From an optimization exercise on the open Yosys and OpenROAD flow, aimed at small area, a short achievable clock period and few clock cycles per item; shortcuts taken in it are not production practice.
No run shown here included a check of the RTL's function; only the layout flow was run.
No activity file was given, so power comes from the tool's default toggle rates.

==> flow/design.v (outline; a module is shown in full before it is edited, if it fits) <==
// module lattice_interp: 1693 lines
// module lattice_fa: 10 lines
module lattice_interp (
  input  wire        clk,
  input  wire        rst,
  input  wire        in_valid,
  input  wire [63:0] in_x,         
  output reg         in_ready,
  output reg         mem_rd,
  output reg  [16:0] mem_addr,
  input  wire [15:0] mem_rdata,    
  output reg         out_valid,
  output reg  [15:0] out_y
);
  // ...
==> flow/flow/run.sh <==
#!/bin/bash
# Standard layout, with plain buffers (buf_2) on the ports instead of the
# delay buffers the port-buffering step picks by default, and timing repair
# aiming at a shorter period than the 10 ns clock.
set -euo pipefail
bash standard.sh "BUFFER_PORTS_ARGS=-buffer_cell sky130_fd_sc_hd__buf_2" SETUP_SLACK_MARGIN=6.3 finish > standard.log 2>&1
==> flow/standard.sh <==
#!/bin/bash
# synth_recipe.tcl (not shown) runs the flow's synth.tcl, then flattens the netlist and writes it again
# the make line also repeats each setting of config.mk as NAME=value (left out here)
make -C /OpenROAD-flow-scripts/flow DESIGN_CONFIG=/design/flow/config.mk WORK_HOME=/design/flow/orfs CLKGATE_MAP_FILE= SYNTH_SCRIPT=/design/flow/synth_recipe.tcl "${@:-finish}"
==> flow/config.mk <==
export PLATFORM = sky130hd
export DESIGN_NAME = lattice_interp
export DESIGN_NICKNAME = lattice_interp
export VERILOG_FILES = /design/flow/design.v
export SDC_FILE = /design/flow/constraint.sdc
export NUM_CORES = 4
export LEC_CHECK = 0
export CAP_MARGIN = 20
export CORE_MARGIN = 2
export CORE_UTILIZATION = 40
export CTS_BUF_LIST = sky130_fd_sc_hd__clkbuf_16
export CTS_CLUSTER_DIAMETER = 80
export CTS_CLUSTER_SIZE = 25
export SLEW_MARGIN = 20
export SYNTH_HIERARCHICAL = 1
==> flow/constraint.sdc <==
create_clock -name core_clock -period 10.0 [get_ports {clk}]
set_input_delay 2.0000 -clock core_clock [delete_from_list [all_inputs] [get_ports {clk}]]
set_output_delay 2.0000 -clock core_clock [all_outputs]
set_load 0.01 [all_outputs]
==> run summary, run 1 <==
status no timing/DRC/antenna violations; post-synthesis mux area share under 10%; DR WL met3 ~3200 um; total negative slack 0 ps; max cap viols 0; switching share of total power around 45%; met2 WL ~26000 um; Data buffer area share approximately 4.0%; Reg2Reg Setup Slack 6260 ps; CP cell instances buf_4 > fa_1 > fa_1 > ha_1 > ha_1 > mux2_2 > ha_4 > nand2_1 > a21oi_2 > o21ai_4 > a21boi_2 > o31a_1 > o211ai_1 > xor2_1 > mux2i_1; Max Clock Skew approximately 22 ps; number of antenna violations at the first check in global routing 0; Distinct cells, synth slightly above 70; CTS Buf Count 21; RSZ-0062 raised after global routing yes; Syn Nets ~2.5k; commonest non-fill, non-tap cell in the layout fa_1; dpl cells about 2.6k; Worst Hold Slack 327.3 ps; pre-CTS setup slack about 6000 ps; layout cells sized above 1 between 10% and 20%; fin worst setup slack roughly 6300 ps; Final setup viols 0; CTS Root Cell clkbuf_16; multi-input gate count roughly 1.4k
==> inputs of run 2 (changes only) <==
--- a/flow/design.v
+++ b/flow/design.v
@@ -32,236 +32,238 @@
   assign top[2] = R[2] & (~R[0] | g20) & (~R[1] | g21) & (~R[3] | g23);
   assign top[3] = R[3] & (~R[0] | g30) & (~R[1] | g31) & (~R[2] | g32);
   wire       more = |(R & ~top);
   reg  [3:0]  tp;          
   wire [16:0] inc_tp = (tp[0] ? 17'd1 : 17'd0) + (tp[1] ? 17'd17 : 17'd0) +
                        (tp[2] ? 17'd289 : 17'd0) + (tp[3] ? 17'd4913 : 17'd0);
   wire [16:0] addr_nx;
   wire ad_1s, ad_1c;
-  lattice_fa ad_1u (.a(ib[0]), .b(ib[4]), .c(ib[8]), .s(ad_1s), .co(ad_1c));
-  wire ad_2s, ad_2c;
-  lattice_fa ad_2u (.a(ib[1]), .b(ib[5]), .c(ib[9]), .s(ad_2s), .co(ad_2c));
-  wire ad_3 = ib[13] ^ ad_1c;
-  wire ad_4 = ib[13] & ad_1c;
-  wire ad_5s, ad_5c;
-  lattice_fa ad_5u (.a(ib[2]), .b(ib[6]), .c(ib[10]), .s(ad_5s), .co(ad_5c));
-  wire ad_6s, ad_6c;
-  lattice_fa ad_6u (.a(ib[14]), .b(ad_2c), .c(ad_5s), .s(ad_6s), .co(ad_6c));
-  wire ad_7s, ad_7c;
-  lattice_fa ad_7u (.a(ib[3]), .b(ib[7]), .c(ib[11]), .s(ad_7s), .co(ad_7c));
+  lattice_fa ad_1u (.a(done[0]), .b(done[1]), .c(ib[4]), .s(ad_1s), .co(ad_1c));
+  wire ad_2 = ib[5] ^ ib[8];
+  wire ad_3 = ib[5] & ib[8];
+  wire ad_4 = ib[6] ^ ib[9];
+  wire ad_5 = ib[6] & ib[9];
+  wire ad_6 = ib[7] ^ ib[10];
+  wire ad_7 = ib[7] & ib[10];
   wire ad_8s, ad_8c;
-  lattice_fa ad_8u (.a(ib[15]), .b(ad_5c), .c(ad_7s), .s(ad_8s), .co(ad_8c));
-  wire ad_9s, ad_9c;
-  lattice_fa ad_9u (.a(done[0]), .b(done[1]), .c(ib[4]), .s(ad_9s), .co(ad_9c));
-  wire ad_10s, ad_10c;
-  lattice_fa ad_10u (.a(done[2]), .b(done[3]), .c(ib[12]), .s(ad_10s), .co(ad_10c));
+  lattice_fa ad_8u (.a(done[1]), .b(ib[11]), .c(ib[8]), .s(ad_8s), .co(ad_8c));
+  wire ad_9 = done[3] ^ ib[15];
+  wire ad_10 = done[3] & ib[15];
   wire ad_11s, ad_11c;
-  lattice_fa ad_11u (.a(ad_7c), .b(ad_9s), .c(ad_10s), .s(ad_11s), .co(ad_11c));
-  wire ad_12s, ad_12c;
-  lattice_fa ad_12u (.a(ib[5]), .b(ib[8]), .c(ib[13]), .s(ad_12s), .co(ad_12c));
-  wire ad_13s, ad_13c;
-  lattice_fa ad_13u (.a(ib[12]), .b(ad_9c), .c(ad_10c), .s(ad_13s), .co(ad_13c));
-  wire ad_14 = ad_12s ^ ad_13s;
-  wire ad_15 = ad_12s & ad_13s;
-  wire ad_16s, ad_16c;
-  lattice_fa ad_16u (.a(ib[6]), .b(ib[9]), .c(ib[14]), .s(ad_16s), .co(ad_16c));
-  wire ad_17s, ad_17c;
-  lattice_fa ad_17u (.a(ib[13]), .b(ad_12c), .c(ad_16s), .s(ad_17s), .co(ad_17c));
-  wire ad_18 = ad_13c ^ ad_17s;
-  wire ad_19 = ad_13c & ad_17s;
+  lattice_fa ad_11u (.a(done[2]), .b(ib[9]), .c(done[3]), .s(ad_11s), .co(ad_11c));
+  wire ad_12 = ib[13] ^ ib[12];
+  wire ad_13 = ib[13] & ib[12];
+  wire ad_14 = ib[10] ^ ib[14];
+  wire ad_15 = ib[10] & ib[14];
+  wire ad_16 = ib[0] ^ ib[4];
+  wire ad_17 = ib[0] & ib[4];
+  wire ad_18s, ad_18c;
+  lattice_fa ad_18u (.a(ib[1]), .b(ib[5]), .c(ib[9]), .s(ad_18s), .co(ad_18c));
+  wire ad_19s, ad_19c;
+  lattice_fa ad_19u (.a(ib[2]), .b(ib[6]), .c(ib[10]), .s(ad_19s), .co(ad_19c));
   wire ad_20s, ad_20c;
-  lattice_fa ad_20u (.a(ib[7]), .b(ib[10]), .c(ib[15]), .s(ad_20s), .co(ad_20c));
+  lattice_fa ad_20u (.a(ib[3]), .b(ib[7]), .c(ib[11]), .s(ad_20s), .co(ad_20c));
   wire ad_21s, ad_21c;
-  lattice_fa ad_21u (.a(ib[14]), .b(ad_16c), .c(ad_20s), .s(ad_21s), .co(ad_21c));
-  wire ad_22 = ad_17c ^ ad_21s;
-  wire ad_23 = ad_17c & ad_21s;
+  lattice_fa ad_21u (.a(done[2]), .b(done[3]), .c(ib[12]), .s(ad_21s), .co(ad_21c));
+  wire ad_22s, ad_22c;
+  lattice_fa ad_22u (.a(ib[13]), .b(ib[12]), .c(ad_2), .s(ad_22s), .co(ad_22c));
+  wire ad_23s, ad_23c;
+  lattice_fa ad_23u (.a(ib[14]), .b(ib[13]), .c(ad_3), .s(ad_23s), .co(ad_23c));
   wire ad_24s, ad_24c;
-  lattice_fa ad_24u (.a(done[1]), .b(ib[11]), .c(ib[8]), .s(ad_24s), .co(ad_24c));
+  lattice_fa ad_24u (.a(ib[15]), .b(ib[14]), .c(ad_5), .s(ad_24s), .co(ad_24c));
   wire ad_25s, ad_25c;
-  lattice_fa ad_25u (.a(done[3]), .b(ib[15]), .c(ib[12]), .s(ad_25s), .co(ad_25c));
+  lattice_fa ad_25u (.a(ib[12]), .b(ad_7), .c(ad_9), .s(ad_25s), .co(ad_25c));
   wire ad_26s, ad_26c;
-  lattice_fa ad_26u (.a(ad_20c), .b(ad_24s), .c(ad_25s), .s(ad_26s), .co(ad_26c));
-  wire ad_27 = ad_21c ^ ad_26s;
-  wire ad_28 = ad_21c & ad_26s;
+  lattice_fa ad_26u (.a(ad_10), .b(ad_12), .c(ad_8c), .s(ad_26s), .co(ad_26c));
+  wire ad_27s, ad_27c;
+  lattice_fa ad_27u (.a(ib[13]), .b(ad_13), .c(ad_14), .s(ad_27s), .co(ad_27c));
+  wire ad_28s, ad_28c;
+  lattice_fa ad_28u (.a(ib[11]), .b(ib[15]), .c(ib[14]), .s(ad_28s), .co(ad_28c));
   wire ad_29s, ad_29c;
-  lattice_fa ad_29u (.a(done[2]), .b(ib[9]), .c(done[3]), .s(ad_29s), .co(ad_29c));
-  wire ad_30s, ad_30c;
-  lattice_fa ad_30u (.a(ib[13]), .b(ib[12]), .c(ad_24c), .s(ad_30s), .co(ad_30c));
-  wire ad_31s, ad_31c;
-  lattice_fa ad_31u (.a(ad_25c), .b(ad_29s), .c(ad_30s), .s(ad_31s), .co(ad_31c));
-  wire ad_32 = ad_26c ^ ad_28;
-  wire ad_33 = ad_26c & ad_28;
+  lattice_fa ad_29u (.a(done[2]), .b(done[3]), .c(ib[15]), .s(ad_29s), .co(ad_29c));
+  wire ad_30 = ib[8] ^ ib[12];
+  wire ad_31 = ib[8] & ib[12];
+  wire ad_32s, ad_32c;
+  lattice_fa ad_32u (.a(ib[13]), .b(ad_17), .c(ad_18s), .s(ad_32s), .co(ad_32c));
+  wire ad_33s, ad_33c;
+  lattice_fa ad_33u (.a(ib[14]), .b(ad_18c), .c(ad_19s), .s(ad_33s), .co(ad_33c));
   wire ad_34s, ad_34c;
-  lattice_fa ad_34u (.a(ib[10]), .b(ib[14]), .c(ib[13]), .s(ad_34s), .co(ad_34c));
+  lattice_fa ad_34u (.a(ib[15]), .b(ad_19c), .c(ad_20s), .s(ad_34s), .co(ad_34c));
   wire ad_35s, ad_35c;
-  lattice_fa ad_35u (.a(ad_29c), .b(ad_34s), .c(ad_30c), .s(ad_35s), .co(ad_35c));
-  wire ad_36 = ad_35s ^ ad_31c;
-  wire ad_37 = ad_35s & ad_31c;
+  lattice_fa ad_35u (.a(ad_20c), .b(ad_21s), .c(ad_1s), .s(ad_35s), .co(ad_35c));
+  wire ad_36s, ad_36c;
+  lattice_fa ad_36u (.a(ad_21c), .b(ad_1c), .c(ad_22s), .s(ad_36s), .co(ad_36c));
+  wire ad_37s, ad_37c;
+  lattice_fa ad_37u (.a(ad_4), .b(ad_23s), .c(ad_22c), .s(ad_37s), .co(ad_37c));
   wire ad_38s, ad_38c;
-  lattice_fa ad_38u (.a(ib[11]), .b(ib[15]), .c(ib[14]), .s(ad_38s), .co(ad_38c));
+  lattice_fa ad_38u (.a(ad_6), .b(ad_23c), .c(ad_24s), .s(ad_38s), .co(ad_38c));
   wire ad_39s, ad_39c;
-  lattice_fa ad_39u (.a(ad_34c), .b(ad_38s), .c(ad_35c), .s(ad_39s), .co(ad_39c));
+  lattice_fa ad_39u (.a(ad_8s), .b(ad_24c), .c(ad_25s), .s(ad_39s), .co(ad_39c));
   wire ad_40s, ad_40c;
-  lattice_fa ad_40u (.a(done[2]), .b(done[3]), .c(ib[15]), .s(ad_40s), .co(ad_40c));
+  lattice_fa ad_40u (.a(ad_11s), .b(ad_25c), .c(ad_26s), .s(ad_40s), .co(ad_40c));
   wire ad_41s, ad_41c;
-  lattice_fa ad_41u (.a(ib[12]), .b(ad_38c), .c(ad_40s), .s(ad_41s), .co(ad_41c));
+  lattice_fa ad_41u (.a(ad_11c), .b(ad_27s), .c(ad_26c), .s(ad_41s), .co(ad_41c));
   wire ad_42s, ad_42c;
-  lattice_fa ad_42u (.a(done[3]), .b(ib[13]), .c(ad_40c), .s(ad_42s), .co(ad_42c));
-  wire ad_43 = fc ? ib[12] : mem_addr[0];
-  wire ad_44 = fc ? ad_2s : mem_addr[1];
-  wire ad_45 = fc ? ad_4 : mem_addr[2];
-  wire ad_46 = fc ? ad_6c : mem_addr[3];
-  wire ad_47 = fc ? ad_8c : mem_addr[4];
-  wire ad_48 = fc ? ad_11c : mem_addr[5];
-  wire ad_49 = fc ? ad_15 : mem_addr[6];
-  wire ad_50 = fc ? ad_19 : mem_addr[7];
-  wire ad_51 = fc ? ad_23 : mem_addr[8];
-  wire ad_52 = fc ? ad_31s : mem_addr[9];
-  wire ad_53 = fc ? ad_33 : mem_addr[10];
-  wire ad_54 = fc ? ad_37 : mem_addr[11];
-  wire ad_55 = fc ? ad_39c : mem_addr[12];
-  wire ad_56 = fc ? ad_41c : mem_addr[13];
-  wire ad_57 = fc ? ib[14] : mem_addr[14];
-  wire ad_58 = fc ? ib[15] : mem_addr[15];
-  wire ad_59 = fc ? done[3] : mem_addr[16];
-  wire ad_60 = fc ? ad_1s : inc_tp[0];
-  wire ad_61 = fc ? ad_3 : inc_tp[1];
-  wire ad_62 = fc ? ad_6s : inc_tp[2];
-  wire ad_63 = fc ? ad_8s : inc_tp[3];
-  wire ad_64 = fc ? ad_11s : inc_tp[4];
-  wire ad_65 = fc ? ad_14 : inc_tp[5];
-  wire ad_66 = fc ? ad_18 : inc_tp[6];
-  wire ad_67 = fc ? ad_22 : inc_tp[7];
-  wire ad_68 = fc ? ad_27 : inc_tp[8];
-  wire ad_69 = fc ? ad_32 : inc_tp[9];
-  wire ad_70 = fc ? ad_36 : inc_tp[10];
-  wire ad_71 = fc ? ad_39s : inc_tp[11];
-  wire ad_72 = fc ? ad_41s : inc_tp[12];
-  wire ad_73 = fc ? ad_42s : inc_tp[13];
-  wire ad_74 = fc ? ad_42c : inc_tp[14];
-  wire ad_75 = fc ? 1'b0 : inc_tp[15];
-  wire ad_76 = fc ? 1'b0 : inc_tp[16];
-  wire ad_77 = ad_43 ^ ad_60;
-  wire ad_78 = ad_44 ^ ad_61;
+  lattice_fa ad_42u (.a(ad_15), .b(ad_28s), .c(ad_27c), .s(ad_42s), .co(ad_42c));
+  wire ad_43s, ad_43c;
+  lattice_fa ad_43u (.a(ib[12]), .b(ad_28c), .c(ad_29s), .s(ad_43s), .co(ad_43c));
+  wire ad_44s, ad_44c;
+  lattice_fa ad_44u (.a(done[3]), .b(ib[13]), .c(ad_29c), .s(ad_44s), .co(ad_44c));
+  wire ad_45 = fc ? ad_30 : mem_addr[0];
+  wire ad_46 = fc ? ad_31 : mem_addr[1];
+  wire ad_47 = fc ? ad_32c : mem_addr[2];
+  wire ad_48 = fc ? ad_33c : mem_addr[3];
+  wire ad_49 = fc ? ad_34c : mem_addr[4];
+  wire ad_50 = fc ? ad_35c : mem_addr[5];
+  wire ad_51 = fc ? ad_36c : mem_addr[6];
+  wire ad_52 = fc ? ad_37c : mem_addr[7];
+  wire ad_53 = fc ? ad_38c : mem_addr[8];
+  wire ad_54 = fc ? ad_39c : mem_addr[9];
+  wire ad_55 = fc ? ad_40c : mem_addr[10];
+  wire ad_56 = fc ? ad_41c : mem_addr[11];
+  wire ad_57 = fc ? ad_42c : mem_addr[12];
+  wire ad_58 = fc ? ad_43c : mem_addr[13];
+  wire ad_59 = fc ? ad_44c : mem_addr[14];
+  wire ad_60 = fc ? ib[15] : mem_addr[15];
+  wire ad_61 = fc ? done[3] : mem_addr[16];
+  wire ad_62 = fc ? ad_16 : inc_tp[0];
+  wire ad_63 = fc ? ad_32s : inc_tp[1];
+  wire ad_64 = fc ? ad_33s : inc_tp[2];
+  wire ad_65 = fc ? ad_34s : inc_tp[3];
+  wire ad_66 = fc ? ad_35s : inc_tp[4];
+  wire ad_67 = fc ? ad_36s : inc_tp[5];
+  wire ad_68 = fc ? ad_37s : inc_tp[6];
+  wire ad_69 = fc ? ad_38s : inc_tp[7];
+  wire ad_70 = fc ? ad_39s : inc_tp[8];
+  wire ad_71 = fc ? ad_40s : inc_tp[9];
+  wire ad_72 = fc ? ad_41s : inc_tp[10];
+  wire ad_73 = fc ? ad_42s : inc_tp[11];
+  wire ad_74 = fc ? ad_43s : inc_tp[12];
+  wire ad_75 = fc ? ad_44s : inc_tp[13];
+  wire ad_76 = fc ? ib[14] : inc_tp[14];
+  wire ad_77 = fc ? 1'b0 : inc_tp[15];
+  wire ad_78 = fc ? 1'b0 : inc_tp[16];
   wire ad_79 = ad_45 ^ ad_62;
   wire ad_80 = ad_46 ^ ad_63;
   wire ad_81 = ad_47 ^ ad_64;
   wire ad_82 = ad_48 ^ ad_65;
   wire ad_83 = ad_49 ^ ad_66;
   wire ad_84 = ad_50 ^ ad_67;
   wire ad_85 = ad_51 ^ ad_68;
   wire ad_86 = ad_52 ^ ad_69;
   wire ad_87 = ad_53 ^ ad_70;
   wire ad_88 = ad_54 ^ ad_71;
   wire ad_89 = ad_55 ^ ad_72;
   wire ad_90 = ad_56 ^ ad_73;
   wire ad_91 = ad_57 ^ ad_74;
   wire ad_92 = ad_58 ^ ad_75;
   wire ad_93 = ad_59 ^ ad_76;
-  wire ad_94 = ad_43 & ad_60;
-  wire ad_95 = ad_44 & ad_61;
+  wire ad_94 = ad_60 ^ ad_77;
+  wire ad_95 = ad_61 ^ ad_78;
   wire ad_96 = ad_45 & ad_62;
   wire ad_97 = ad_46 & ad_63;
   wire ad_98 = ad_47 & ad_64;
   wire ad_99 = ad_48 & ad_65;
   wire ad_100 = ad_49 & ad_66;
   wire ad_101 = ad_50 & ad_67;
   wire ad_102 = ad_51 & ad_68;
   wire ad_103 = ad_52 & ad_69;
   wire ad_104 = ad_53 & ad_70;
   wire ad_105 = ad_54 & ad_71;
   wire ad_106 = ad_55 & ad_72;
   wire ad_107 = ad_56 & ad_73;
   wire ad_108 = ad_57 & ad_74;
   wire ad_109 = ad_58 & ad_75;
   wire ad_110 = ad_59 & ad_76;
-  wire ad_111 = ad_95 | (ad_78 & ad_94);
-  wire ad_112 = ad_78 & ad_77;
+  wire ad_111 = ad_60 & ad_77;
+  wire ad_112 = ad_61 & ad_78;
   wire ad_113 = ad_97 | (ad_80 & ad_96);
   wire ad_114 = ad_80 & ad_79;
   wire ad_115 = ad_99 | (ad_82 & ad_98);
   wire ad_116 = ad_82 & ad_81;
   wire ad_117 = ad_101 | (ad_84 & ad_100);
   wire ad_118 = ad_84 & ad_83;
   wire ad_119 = ad_103 | (ad_86 & ad_102);
   wire ad_120 = ad_86 & ad_85;
   wire ad_121 = ad_105 | (ad_88 & ad_104);
   wire ad_122 = ad_88 & ad_87;
   wire ad_123 = ad_107 | (ad_90 & ad_106);
   wire ad_124 = ad_90 & ad_89;
   wire ad_125 = ad_109 | (ad_92 & ad_108);
   wire ad_126 = ad_92 & ad_91;
-  wire ad_127 = ad_96 | (ad_79 & ad_111);
-  wire ad_128 = ad_79 & ad_112;
-  wire ad_129 = ad_113 | (ad_114 & ad_111);
-  wire ad_130 = ad_114 & ad_112;
-  wire ad_131 = ad_100 | (ad_83 & ad_115);
-  wire ad_132 = ad_83 & ad_116;
-  wire ad_133 = ad_117 | (ad_118 & ad_115);
-  wire ad_134 = ad_118 & ad_116;
-  wire ad_135 = ad_104 | (ad_87 & ad_119);
-  wire ad_136 = ad_87 & ad_120;
-  wire ad_137 = ad_121 | (ad_122 & ad_119);
-  wire ad_138 = ad_122 & ad_120;
-  wire ad_139 = ad_108 | (ad_91 & ad_123);
-  wire ad_140 = ad_91 & ad_124;
-  wire ad_141 = ad_125 | (ad_126 & ad_123);
-  wire ad_142 = ad_126 & ad_124;
-  wire ad_143 = ad_98 | (ad_81 & ad_129);
-  wire ad_144 = ad_81 & ad_130;
-  wire ad_145 = ad_115 | (ad_116 & ad_129);
-  wire ad_146 = ad_116 & ad_130;
-  wire ad_147 = ad_131 | (ad_132 & ad_129);
-  wire ad_148 = ad_132 & ad_130;
-  wire ad_149 = ad_133 | (ad_134 & ad_129);
-  wire ad_150 = ad_134 & ad_130;
-  wire ad_151 = ad_106 | (ad_89 & ad_137);
-  wire ad_152 = ad_89 & ad_138;
-  wire ad_153 = ad_123 | (ad_124 & ad_137);
-  wire ad_154 = ad_124 & ad_138;
-  wire ad_155 = ad_139 | (ad_140 & ad_137);
-  wire ad_156 = ad_140 & ad_138;
-  wire ad_157 = ad_141 | (ad_142 & ad_137);
-  wire ad_158 = ad_142 & ad_138;
-  wire ad_159 = ad_102 | (ad_85 & ad_149);
-  wire ad_160 = ad_85 & ad_150;
-  wire ad_161 = ad_119 | (ad_120 & ad_149);
-  wire ad_162 = ad_120 & ad_150;
-  wire ad_163 = ad_135 | (ad_136 & ad_149);
-  wire ad_164 = ad_136 & ad_150;
-  wire ad_165 = ad_137 | (ad_138 & ad_149);
-  wire ad_166 = ad_138 & ad_150;
-  wire ad_167 = ad_151 | (ad_152 & ad_149);
-  wire ad_168 = ad_152 & ad_150;
-  wire ad_169 = ad_153 | (ad_154 & ad_149);
-  wire ad_170 = ad_154 & ad_150;
-  wire ad_171 = ad_155 | (ad_156 & ad_149);
-  wire ad_172 = ad_156 & ad_150;
-  wire ad_173 = ad_157 | (ad_158 & ad_149);
-  wire ad_174 = ad_158 & ad_150;
-  wire ad_175 = ad_110 | (ad_93 & ad_173);
-  wire ad_176 = ad_93 & ad_174;
-  wire ad_177 = ad_78 ^ ad_94;
-  wire ad_178 = ad_79 ^ ad_111;
-  wire ad_179 = ad_80 ^ ad_127;
-  wire ad_180 = ad_81 ^ ad_129;
-  wire ad_181 = ad_82 ^ ad_143;
-  wire ad_182 = ad_83 ^ ad_145;
-  wire ad_183 = ad_84 ^ ad_147;
-  wire ad_184 = ad_85 ^ ad_149;
-  wire ad_185 = ad_86 ^ ad_159;
-  wire ad_186 = ad_87 ^ ad_161;
-  wire ad_187 = ad_88 ^ ad_163;
-  wire ad_188 = ad_89 ^ ad_165;
-  wire ad_189 = ad_90 ^ ad_167;
-  wire ad_190 = ad_91 ^ ad_169;
-  wire ad_191 = ad_92 ^ ad_171;
-  wire ad_192 = ad_93 ^ ad_173;
-  assign addr_nx = {ad_192, ad_191, ad_190, ad_189, ad_188, ad_187, ad_186, ad_185, ad_184, ad_183, ad_182, ad_181, ad_180, ad_179, ad_178, ad_177, ad_77};
+  wire ad_127 = ad_111 | (ad_94 & ad_110);
+  wire ad_128 = ad_94 & ad_93;
+  wire ad_129 = ad_98 | (ad_81 & ad_113);
+  wire ad_130 = ad_81 & ad_114;
+  wire ad_131 = ad_115 | (ad_116 & ad_113);
+  wire ad_132 = ad_116 & ad_114;
+  wire ad_133 = ad_102 | (ad_85 & ad_117);
+  wire ad_134 = ad_85 & ad_118;
+  wire ad_135 = ad_119 | (ad_120 & ad_117);
+  wire ad_136 = ad_120 & ad_118;
+  wire ad_137 = ad_106 | (ad_89 & ad_121);
+  wire ad_138 = ad_89 & ad_122;
+  wire ad_139 = ad_123 | (ad_124 & ad_121);
+  wire ad_140 = ad_124 & ad_122;
+  wire ad_141 = ad_110 | (ad_93 & ad_125);
+  wire ad_142 = ad_93 & ad_126;
+  wire ad_143 = ad_127 | (ad_128 & ad_125);
+  wire ad_144 = ad_128 & ad_126;
+  wire ad_145 = ad_100 | (ad_83 & ad_131);
+  wire ad_146 = ad_83 & ad_132;
+  wire ad_147 = ad_117 | (ad_118 & ad_131);
+  wire ad_148 = ad_118 & ad_132;
+  wire ad_149 = ad_133 | (ad_134 & ad_131);
+  wire ad_150 = ad_134 & ad_132;
+  wire ad_151 = ad_135 | (ad_136 & ad_131);
+  wire ad_152 = ad_136 & ad_132;
+  wire ad_153 = ad_108 | (ad_91 & ad_139);
+  wire ad_154 = ad_91 & ad_140;
+  wire ad_155 = ad_125 | (ad_126 & ad_139);
+  wire ad_156 = ad_126 & ad_140;
+  wire ad_157 = ad_141 | (ad_142 & ad_139);
+  wire ad_158 = ad_142 & ad_140;
+  wire ad_159 = ad_143 | (ad_144 & ad_139);
+  wire ad_160 = ad_144 & ad_140;
+  wire ad_161 = ad_104 | (ad_87 & ad_151);
+  wire ad_162 = ad_87 & ad_152;
+  wire ad_163 = ad_121 | (ad_122 & ad_151);
+  wire ad_164 = ad_122 & ad_152;
+  wire ad_165 = ad_137 | (ad_138 & ad_151);
+  wire ad_166 = ad_138 & ad_152;
+  wire ad_167 = ad_139 | (ad_140 & ad_151);
+  wire ad_168 = ad_140 & ad_152;
+  wire ad_169 = ad_153 | (ad_154 & ad_151);
+  wire ad_170 = ad_154 & ad_152;
+  wire ad_171 = ad_155 | (ad_156 & ad_151);
+  wire ad_172 = ad_156 & ad_152;
+  wire ad_173 = ad_157 | (ad_158 & ad_151);
+  wire ad_174 = ad_158 & ad_152;
+  wire ad_175 = ad_159 | (ad_160 & ad_151);
+  wire ad_176 = ad_160 & ad_152;
+  wire ad_177 = ad_112 | (ad_95 & ad_175);
+  wire ad_178 = ad_95 & ad_176;
+  wire ad_179 = ad_80 ^ ad_96;
+  wire ad_180 = ad_81 ^ ad_113;
+  wire ad_181 = ad_82 ^ ad_129;
+  wire ad_182 = ad_83 ^ ad_131;
+  wire ad_183 = ad_84 ^ ad_145;
+  wire ad_184 = ad_85 ^ ad_147;
+  wire ad_185 = ad_86 ^ ad_149;
+  wire ad_186 = ad_87 ^ ad_151;
+  wire ad_187 = ad_88 ^ ad_161;
+  wire ad_188 = ad_89 ^ ad_163;
+  wire ad_189 = ad_90 ^ ad_165;
+  wire ad_190 = ad_91 ^ ad_167;
+  wire ad_191 = ad_92 ^ ad_169;
+  wire ad_192 = ad_93 ^ ad_171;
+  wire ad_193 = ad_94 ^ ad_173;
+  wire ad_194 = ad_95 ^ ad_175;
+  assign addr_nx = {ad_194, ad_193, ad_192, ad_191, ad_190, ad_189, ad_188, ad_187, ad_186, ad_185, ad_184, ad_183, ad_182, ad_181, ad_180, ad_179, ad_79};
   wire [3:0]  bs = act ? top : 4'd0;
   wire [15:0] b  = ({16{bs[0]}} & f0) | ({16{bs[1]}} & f1) |
                    ({16{bs[2]}} & f2) | ({16{bs[3]}} & f3);
   reg  [15:0] b_r, b_rr, w_reg, w2;
   reg         fc_d;
   wire [15:0] wa = fc_d ? 16'hffff : b_rr;
   wire [15:0] wn;
   wire ws_1 = wa[0] ^ ~b_r[0];
==> run 2 against run 1 <==
Effect of this change: utilization is 0.36 points higher; first-iteration DRC count is 24% higher; die area is 0.77% lower; clock skew is 3.6 ps lower; count of clock-buffer cells in the layout is 1 higher; total power is 0.18% lower; clock power is 3.5% higher; area after synthesis is 0.79% lower; largest cell class unchanged; sequential share of layout area is 0.10 points lower.
==> run summary, run 2 <==
status no timing/DRC/antenna violations; grt total ovfl 0; leakage power 9.660 nW; CTS Root Cell clkbuf_16; Synth area leaders fa_1 (28%), dfxtp_1 (20%), edfxtp_1 (11%); chip height between 200 and 250 um; FMAX ~280 MHz; row count 84; Initial Utilization 40.24%; EDFF count, synth 80; vias in the first global route 15.39k; post-layout total power a little under 10 mW; non-filler cells, final 2723; final instance area about 24000 sq um; hold_buf cts 0; dpl cells 2628 (+0.076%); clock-pin slew on the worst setup and hold paths 90 ps; DRT Pass-1 Iters 7; number of antenna violations at the first check in global routing 2 (+2); Routed WL per cell 20.25 um; Hold Crit Class flop to flop; routed vias/inst 5.356; Max Clock Skew 18.57 ps (-3.579 ps); Area Growth Syn to Fin 12.63%; commonest cells in the netlist fa_1 (296), nand2_1 (295), dfxtp_1 (215); core area approximately 52000 sq um; DRT Wirelength 55140 um; max-slew violations 0; Synth top area share 28.19%; Top FF cell, synth dfxtp_1; Syn Nets 2471 (+0.20%); FF+latch area between 6000 and 7000 sq um; Least-Margin Pin Slew between 1000 and 1500 ps; Crit-path slowest cell fa_1; first-pass GRT wire length approximately 87000 um; area of the multi-input gates between 10000 and 15000 sq um; most flop-heavy register x_r; sequential-to-total area share from yosys stat 31.91%; Final HPWL DP ~43000 um; largest net degree at the start of global routing 72; overall routing resource usage 20.82%; commonest non-fill, non-tap cell in the layout nand2_1; routed vias 14.58k; asr flop ratio synth 0%; H-tree Lvls 1; die area approximately 54000 sq um; minimum clock period approximately 3600 ps; Slew HR ~32%; clock latency (worst-skew pair) between 500 and 600 ps; Hold Fails Final Rpt 0; FILL cells between 4k and 5k; CP max stage delay 580 ps; TritonCTS clock tree built; biggest regs x_r (64), accn_c (32), accn_s (32); CP most frequent cell fa_1; clk buf depth 3; Distinct cells, synth 68 (-4.2%); port bufs around 120; max cap viols 0 (unchanged); CP required 10440 ps; most frequent cells in the layout nand2_1 (295), fa_1 (294), ha_1 (187); DR iter-0 viols about 1.2k; Mapped Area ~21000 sq um; CP cell instances nand2_1 > fa_1 > fa_1 > fa_1 > fa_1 > fa_1 > fa_1; fin crit share ~36%; Max FO, Critical Path 16; RSZ-0062 raised after global routing yes; Area after DPL between 20000 and 25000 sq um; drc violations 0; nets 2588; most common cell in the netlist fa_1; routability cong. 0.9814; clk sink count approximately 300; CTS Buf Count 21 (unchanged); Setup CP Type flop to flop; syn_area_per_cell approximately 11 sq um; maximum vdd drop 0.3167 mV; Synth area leader fa_1; IO Pins about 120; total negative slack 0 ps (unchanged); DIE WIDTH ~230 um; n_diodes 0; layout cells sized above 1 17.99% (-0.41 points); CP Capture Type flop; Largest register FFs 64; WP data arrival roughly 4000 ps; Final setup viols 0 (unchanged); yosys warns 7; Startpoint Class flop; total power per unit cell area 407.3 nW/um^2; Post-Synthesis Cells between 1.5k and 2k; remaining antenna violation count 0; flops & latches, synth just under 300
[run 2: logic make-up (layout without fill, tap and decap cells)]
group                    count (synthesis)  in the layout  share of synthesized area [%]
XOR/XNOR                                54             54                          2.250
multiplexers                            28             28                          1.470
flip-flops                             295            295                          31.91
buffers and inverters                  203            335                          3.685
AND/OR/NAND/NOR                        600            600                          13.48
AO/OA/AOI/OAI                          238            238                          7.768
adder cells (fa/ha/maj)                485            485                          39.44
[run 2: final timing paths]
path,to,slack [ps],from,cells after the start
worst max register to register,accn_c[18],6410,rd_r[1],7
worst max-delay path,accn_c[18],6410,rd_r[1],7
worst min register to register,w2[12],330,w_reg[12],0
worst min-delay path,w2[12],330,w_reg[12],0
[run 2: through the flow]
stage	setup slack [ps]	hold slack [ps]	util, %
2_1_floorplan	6239	309.6	-
3_3_place_gp	6018	311.6	42.46
3_5_place_dp	5910	312.1	42.46
4_1_cts	6286	320.5	44.19
5_1_grt	6283	329.6	45.32
6_report	6408	326.0	45.32
[run 2: critical path: cells and delay by family (launching register included)]
kind                     cells  cell delay, ps
flip-flops                   1             480
adder cells (fa/ha/maj)      6            2880
AND/OR/NAND/NOR              1             110
[run 2: layout make-up]
cell class              instances  share of cell area [%]
multi-input cells            1405                   57.58
flip-flops and latches        295                   28.94
repair buffers                180                   4.799
well taps                     688                   3.636
clock buffers                  22                   2.326
inverters                     117                   1.855
clock inverters                16                  0.8615
[run 2: power breakdown]
group          leakage, nW  switching, mW  total [mW]  internal [mW]
Sequential            2.61          0.428        2.28           1.85
Clock                0.369          0.496       0.954          0.459
Combinational         6.68           3.39        6.41           3.02
[run 2: layer usage]
metal | vias to the layer above | track usage [%] | wire, um | part of all wire, %
met5 | - | 0 | 13 | 0.024
met4 | 2 | 6.509 | 1832 | 3.3
met3 | 112 | 3.223 | 3828 | 6.9
met2 | 589 | 35.78 | 26730 | 48
met1 | 7202 | 26.93 | 22740 | 41
li1 | 6679 | - | - | -
[run 2: Yosys stat by module (local to each module, per instance)]
module | cells inside | copies in the design | flops+latches
lattice_interp | 1622 | 1 | 295
lattice_fa | 1 | 281 | 0
[run 2: what timing repair did]
item / 4_1_cts / 5_1_grt
endpoints found under the setup margin: 23 / 34
resized for setup: 67 / 33
setup buffers: 2 / 54
cloned: 0 / 1
pin swaps: 3 / 7

[what the ideal ports hide]
The results above use ideal ports. As a check the final layouts listed here were re-extracted and re-timed, cells and wires unchanged. Step 1 (the two cells are an assumption about what drives the block):
set clk [get_ports {clk}]
set_driving_cell -lib_cell sky130_fd_sc_hd__clkbuf_16 $clk
set_driving_cell -lib_cell sky130_fd_sc_hd__buf_2 [delete_from_list [all_inputs] $clk]
Step 2 times the ports against the registers' clock, not the clock port: input delays grow and output delays shrink by t, the midpoint of the rising clock arrivals with the driver on. a / b / c = ideal ports / drivers / drivers and shift; a / b = the first two.
| run | t, ns | setup WS [ns] | hold WS [ns] | worst setup path at the end | latest minus earliest clock arrival (ns) |
|---|---|---|---|---|---|
| run 1 | 0.605 | 6.260 / 6.260 / 6.260 | 0.327 / 0.327 / 0.327 | register to register | 0.028 / 0.027 |
| run 2 | 0.607 | 6.408 / 6.408 / 6.408 | 0.326 / 0.326 / 0.326 | register to register | 0.019 / 0.019 |
After both steps every run listed still meets setup and hold.
